What follows belongs to an exercise in optimizing a design on an open flow for small area, a short achievable clock period and few clock cycles; a production flow would make more cautious choices. In this exercise RTL edits were held to simulation tests only and were not proved equivalent to the original. No activity file was given, so power comes from the tool's default toggle rates.

==> inputs of run Y <==
## mcv_sinc
module mcv_sinc (
    input  wire        clk,
    input  wire        rst,
    input  wire        s_valid,
    output reg         s_ready,
    input  wire [1:0]  s_op,       
    input  wire [11:0] s_data,     
    output reg         o_valid,
    output reg  [15:0] o_filt,
    output reg         o_settled
);
Settings: LEC_CHECK=0, CAP_MARGIN=20, CORE_MARGIN=2, CORE_UTILIZATION=60, CTS_BUF_LIST=sky130_fd_sc_hd__clkbuf_16, CTS_CLUSTER_DIAMETER=80, CTS_CLUSTER_SIZE=25, SLEW_MARGIN=20; clock period 15.0 ns.
run.sh (not shown) runs the stock make flow with config.mk's settings and CLKGATE_MAP_FILE= SYNTH_SCRIPT=/design/flow/synth_recipe.tcl, a recipe that flattens the netlist after the stock synthesis.
==> run Z: changes against run Y <==
==> flow/flow/run.sh (new file) <==
#!/bin/bash
# The standard layout (standard.sh), with one change: the input and
# output ports are buffered with buf_4 rather than the cell buffer_ports
# picks by default. Everything else, synthesis included, is the standard flow.
set -euo pipefail
export BUFFER_PORTS_ARGS="-buffer_cell sky130_fd_sc_hd__buf_4"
bash standard.sh > standard.log 2>&1
==> flow/standard.sh (new file) <==
#!/bin/bash
# synth_recipe.tcl (not shown) runs the flow's synth.tcl, then flattens the netlist and writes it again
# the make line also repeats each setting of config.mk as NAME=value (left out here)
make -C /OpenROAD-flow-scripts/flow DESIGN_CONFIG=/design/flow/config.mk WORK_HOME=/design/flow/orfs CLKGATE_MAP_FILE= SYNTH_SCRIPT=/design/flow/synth_recipe.tcl "${@:-finish}"
Settings changed: CTS_CLUSTER_DIAMETER 80 to not set, CTS_CLUSTER_SIZE 25 to 20.
removed: flow/run.sh
==> notes <==
- Run Z produced a clean layout. Run Y completed with no timing, DRC or antenna violations.
- Against run Y, the register-to-register slack of run Z is higher by 0.13 ns.
- Between run Y and run Z, the lower maximum frequency is in run Z (gap about 5%, measured against run Z).
- Between run Y and run Z, the lower worst setup slack is in run Z (gap 0.24 ns).
- Synthesized cell count is the same in run Z and run Y.
==> figures <==
item	run Z	run Y
Vias in the first global route	37.0k	36.6k
Result of the run	complete, no violations	complete, no violations
Total detailed-routing wirelength	128 mm	127 mm
Non-Filler Cell Area, Final	0.0587 mm2	0.0568 mm2
Clock network latency to the later pin of the worst-skew pair	0.72 ns	0.68 ns
Post-route setup slack	10.17 ns	10.41 ns
Sequential cell fraction of total power	0.479	0.550
First-pass GRT wire length	204 mm	202 mm
Max incr delay on CP	0.75 ns	0.56 ns
Int Pwr	5.96 mW	5.10 mW
Testbench counts of run Y, summed over its fixed seeds: cycles 12,944.
Testbench counts of run Z, summed over its fixed seeds: cycles 12,944.

========
==> run a: inputs <==
Another version of the RTL of mcv_sinc (not shown whole).
export LEC_CHECK = 0
export CAP_MARGIN = 20
export CORE_MARGIN = 2
export CORE_UTILIZATION = 60
export CTS_BUF_LIST = sky130_fd_sc_hd__clkbuf_16
export CTS_CLUSTER_DIAMETER = 80
export CTS_CLUSTER_SIZE = 25
export SLEW_MARGIN = 20
create_clock -name core_clock -period 15.0 [get_ports {clk}]
standard.sh (not shown) runs the stock make flow with config.mk's settings and CLKGATE_MAP_FILE= SYNTH_SCRIPT=/design/flow/synth_recipe.tcl, a recipe that flattens the netlist after the stock synthesis.
==> flow/flow/run.sh <==
#!/bin/bash
# The standard layout (standard.sh), with one change: the input and
# output ports are buffered with buf_2 rather than the cell buffer_ports
# picks by default. Everything else, synthesis included, is the standard flow.
set -euo pipefail
export BUFFER_PORTS_ARGS="-buffer_cell sky130_fd_sc_hd__buf_2"
bash standard.sh > standard.log 2>&1
==> run b: changes against run a <==
==> flow/run.sh (new file) <==
#!/bin/bash
# synth_recipe.tcl (not shown) runs the flow's synth.tcl, then flattens the netlist and writes it again
# the make line also repeats each setting of config.mk as NAME=value (left out here)
make -C /OpenROAD-flow-scripts/flow DESIGN_CONFIG=/design/flow/config.mk WORK_HOME=/design/flow/orfs CLKGATE_MAP_FILE= SYNTH_SCRIPT=/design/flow/synth_recipe.tcl finish
removed: flow/flow/run.sh
removed: flow/standard.sh
==> run summary <==
- Against run b, the global-route usage of run a is higher by 0.25 points.
- In die area, run a and run b do not differ.
- Total power: run a is larger than run b (about 2%).
- In flip-flop and latch count, run b and run a do not differ.
- Clock skew is about the same in run a and run b.
- Of run b and run a, run a has the higher core utilization (gap 0.084 points).
- In design area, run b and run a hardly differ.
- Against run a, the sequential share of layout area of run b is higher by 0.062 points.
- In run b the via count is smaller than in run a, by about 0.5%.
- Hold slack: run b is higher than run a (4.0 ps).
==> figures <==
                                                                     run b        run a
Setup WS post-layout                                              10410 ps     10610 ps
Overall routing resource usage                                       27.9%        28.1%
Run status                                        timing/DRC/antenna clean  timing/DRC/antenna clean
Storage element area                                             25700 µm²    25700 µm²
Total leakage power                                              0.0223 µW    0.0224 µW
M2 GR Usage                                                          47.2%        47.3%
Startpoint of the lowest-slack register-to-register path          lenh[10]     lenh[11]
Wl on met1                                                         54.0 mm      53.3 mm
Startpoint of the most critical hold path                      ring[58][0]  ring[54][4]
Net Sw Frac                                                          27.7%        27.7%
Clock network latency to the later pin of the worst-skew pair       700 ps       660 ps
Cell internal power dissipation                                    4930 µW      5030 µW
Clk pwr share                                                        26.4%        28.0%
Cell area after layout                                           56400 µm²    56400 µm²
Depth of the CTS H-tree                                                  2            3
Fraction of standard cell area that is sequential                    45.6%        45.6%
Critical path required time                                       15640 ps     15600 ps
Dpl cell area                                                    54600 µm²    54500 µm²
Levels on crit path                                                     12           11
Power per Cell Area                                             121 nW/µm²   123 nW/µm²
Worst relative slew slack                                            17.6%        30.5%
Pin count of the biggest net entering global routing                    72           73
Testbench counts of run a, summed over its fixed seeds: cycles 12,952.
Testbench counts of run b, summed over its fixed seeds: cycles 12,952.

========
==> trial 56 <==
Another version of the RTL of mcv_sinc (not shown whole).
clock: 15.0 ns
lec_check: 0
cap_margin: 20
core_margin: 2
core_utilization: 60
cts_buf_list: sky130_fd_sc_hd__clkbuf_16
cts_cluster_diameter: 80
cts_cluster_size: 25
slew_margin: 20
==> flow/flow/run.sh <==
#!/bin/bash
# The standard layout (standard.sh), with one change: the input and
# output ports are buffered with buf_2 rather than the cell buffer_ports
# picks by default. Everything else, synthesis included, is the standard flow.
set -euo pipefail
export BUFFER_PORTS_ARGS="-buffer_cell sky130_fd_sc_hd__buf_2"
bash standard.sh > standard.log 2>&1
==> trial 97: changes against trial 56 <==
--- a/flow/design.v
+++ b/flow/design.v
@@ -512,29 +512,29 @@
         s1_r1    <= cq_r1;
     end
     reg [18:0] int1;
     reg [21:0] int2;
     reg [24:0] int3;
     reg [27:0] int4;
-    reg        s2_v, s2_first, s2_set, s2_g;  reg [1:0] s2_k; reg [3:0] s2_d;
-    reg        s3_v, s3_first, s3_set, s3_g;  reg [1:0] s3_k; reg [3:0] s3_d;
-    reg        s4_v, s4_set, s4_g;            reg [1:0] s4_k; reg [3:0] s4_d;
+    reg        s2_v, s2_first, s2_set, s2_z;  reg [1:0] s2_k; reg [3:0] s2_d;
+    reg        s3_v, s3_first, s3_set, s3_z;  reg [1:0] s3_k; reg [3:0] s3_d;
+    reg        s4_v, s4_set, s4_z;            reg [1:0] s4_k; reg [3:0] s4_d;
     reg        s5_v, s5_set;            reg [1:0] s5_k; reg [3:0] s5_d; reg [4:0] s5_sh;
     always @(posedge clk) begin
         if (s1_v)
             int1 <= (s1_g ? 19'd0 : int1) + s1_r0 + s1_r1 + {7'd0, ring[0]};    
         s2_v <= s1_v && !rst; s2_first <= s1_first; s2_set <= s1_set; s2_k <= s1_k; s2_d <= s1_d;
-        s2_g <= s1_first || s1_k < 2'd2;
-        int2 <= ((s2_v && s2_g) ? 22'd0 : int2)
+        s2_z <= s1_v && (s1_first || s1_k < 2'd2) && !rst;
+        int2 <= (s2_z ? 22'd0 : int2)
               + (s2_v ? {{3{int1[18]}}, int1} : 22'd0);
         s3_v <= s2_v && !rst; s3_first <= s2_first; s3_set <= s2_set; s3_k <= s2_k; s3_d <= s2_d;
-        s3_g <= s2_first || s2_k == 2'd0;
-        int3 <= ((s3_v && s3_g) ? 25'd0 : int3)
+        s3_z <= s2_v && (s2_first || s2_k == 2'd0) && !rst;
+        int3 <= (s3_z ? 25'd0 : int3)
               + (s3_v ? {{3{int2[21]}}, int2} : 25'd0);
-        s4_v <= s3_v && !rst; s4_g <= s3_first; s4_set <= s3_set; s4_k <= s3_k; s4_d <= s3_d;
-        int4 <= ((s4_v && s4_g) ? 28'd0 : int4)
+        s4_v <= s3_v && !rst; s4_z <= s3_v && s3_first && !rst; s4_set <= s3_set; s4_k <= s3_k; s4_d <= s3_d;
+        int4 <= (s4_z ? 28'd0 : int4)
               + (s4_v ? {{3{int3[24]}}, int3} : 28'd0);
         s5_v <= s4_v && !rst; s5_set <= s4_set; s5_k <= s4_k; s5_d <= s4_d;
         s5_sh <= rom_sh({s4_k, s4_d});
     end
     wire [4:0]  shn  = s5_sh;
     wire [32:0] sh0  = {int4, 5'd0};
==> qor summary <==
item	trial 56	trial 97
Status	finished clean	finished clean
Met2 routed wirelength	63,500 um	65,500 um
Horiz. Die Dim	306 um	306 um
Arrival @ worst endpoint	1.30 ns	1.16 ns
Slew of the pin with the lowest slew margin	1.05 ns	1.01 ns
Compound-cell area share of the yosys netlist	16.5%	16.7%
Detailed-router iteration count before antenna repair	6	7
Synth Cell Area	0.0546 sq mm	0.0548 sq mm
Via count of the first global-routing pass	36,500	37,000
Post-route core utilization	63.9%	64.1%
Fraction of power spent switching nets	27.7%	28.1%
Leakage	0.0235 uW	0.0234 uW
Area of the core	0.0901 sq mm	0.0903 sq mm
Area enclosed by the die boundary	0.0934 sq mm	0.0938 sq mm
Diode insertion count for antenna repair	0	2
Simple-gate share of the synthesized area	8.62%	9.00%
Antenna violations before repair	0	2
Average vias per placed instance	5.97	6.09
Initial drt markers	3,403	3,999
Later-pin clock latency in the skew report	0.68 ns	0.70 ns
Adder-cell area share of the yosys netlist	14.0%	13.9%
Worst slew margin relative to its limit	29.1%	32.9%
Detailed-routing wirelength on met1	55,300 um	60,200 um
Testbench counts of trial 56, summed over its fixed seeds: cycles 12,952.
Testbench counts of trial 97, summed over its fixed seeds: cycles 12,952.

## port drivers added, routing unchanged
In the flow no input, the clock included, has a driving cell. The finished layouts below were timed again as built, in two steps. Step 1, drivers: a clkbuf_16 drives clk and a buf_2 each remaining input, both assumed. Step 2 times the ports against the registers' clock, not the clock port: input delays grow and output delays shrink by t, the midpoint of the rising clock arrivals with the driver on. Three values: no drivers, after step 1, after step 2; two values: the first two.
| run | t (ns) | setup slack, ns | clock arrival spread, ns | cell pins on the clock port's net |
|---|---|---|---|---|
| run Y | 0.728 | 10.412 / 10.343 / 9.791 | 0.047 / 0.047 | 1 |
| run Z | 0.774 | 10.172 / 10.214 / 9.440 | 0.026 / 0.026 | 1 |
| run a | 0.717 | 10.614 / 10.614 / 10.557 | 0.033 / 0.034 | 1 |
| run b | 0.754 | 10.407 / 10.359 / 10.299 | 0.035 / 0.035 | 1 |
| trial 56 | 0.736 | 10.697 / 10.625 / 10.530 | 0.044 / 0.045 | 1 |
| trial 97 | 0.754 | 10.843 / 10.769 / 10.527 | 0.044 / 0.045 | 1 |
After both steps every run listed still meets setup and hold. For run Z, which loses most, drivers alone change the setup slack by +0.042 ns; drivers and shift together by -0.732 ns.
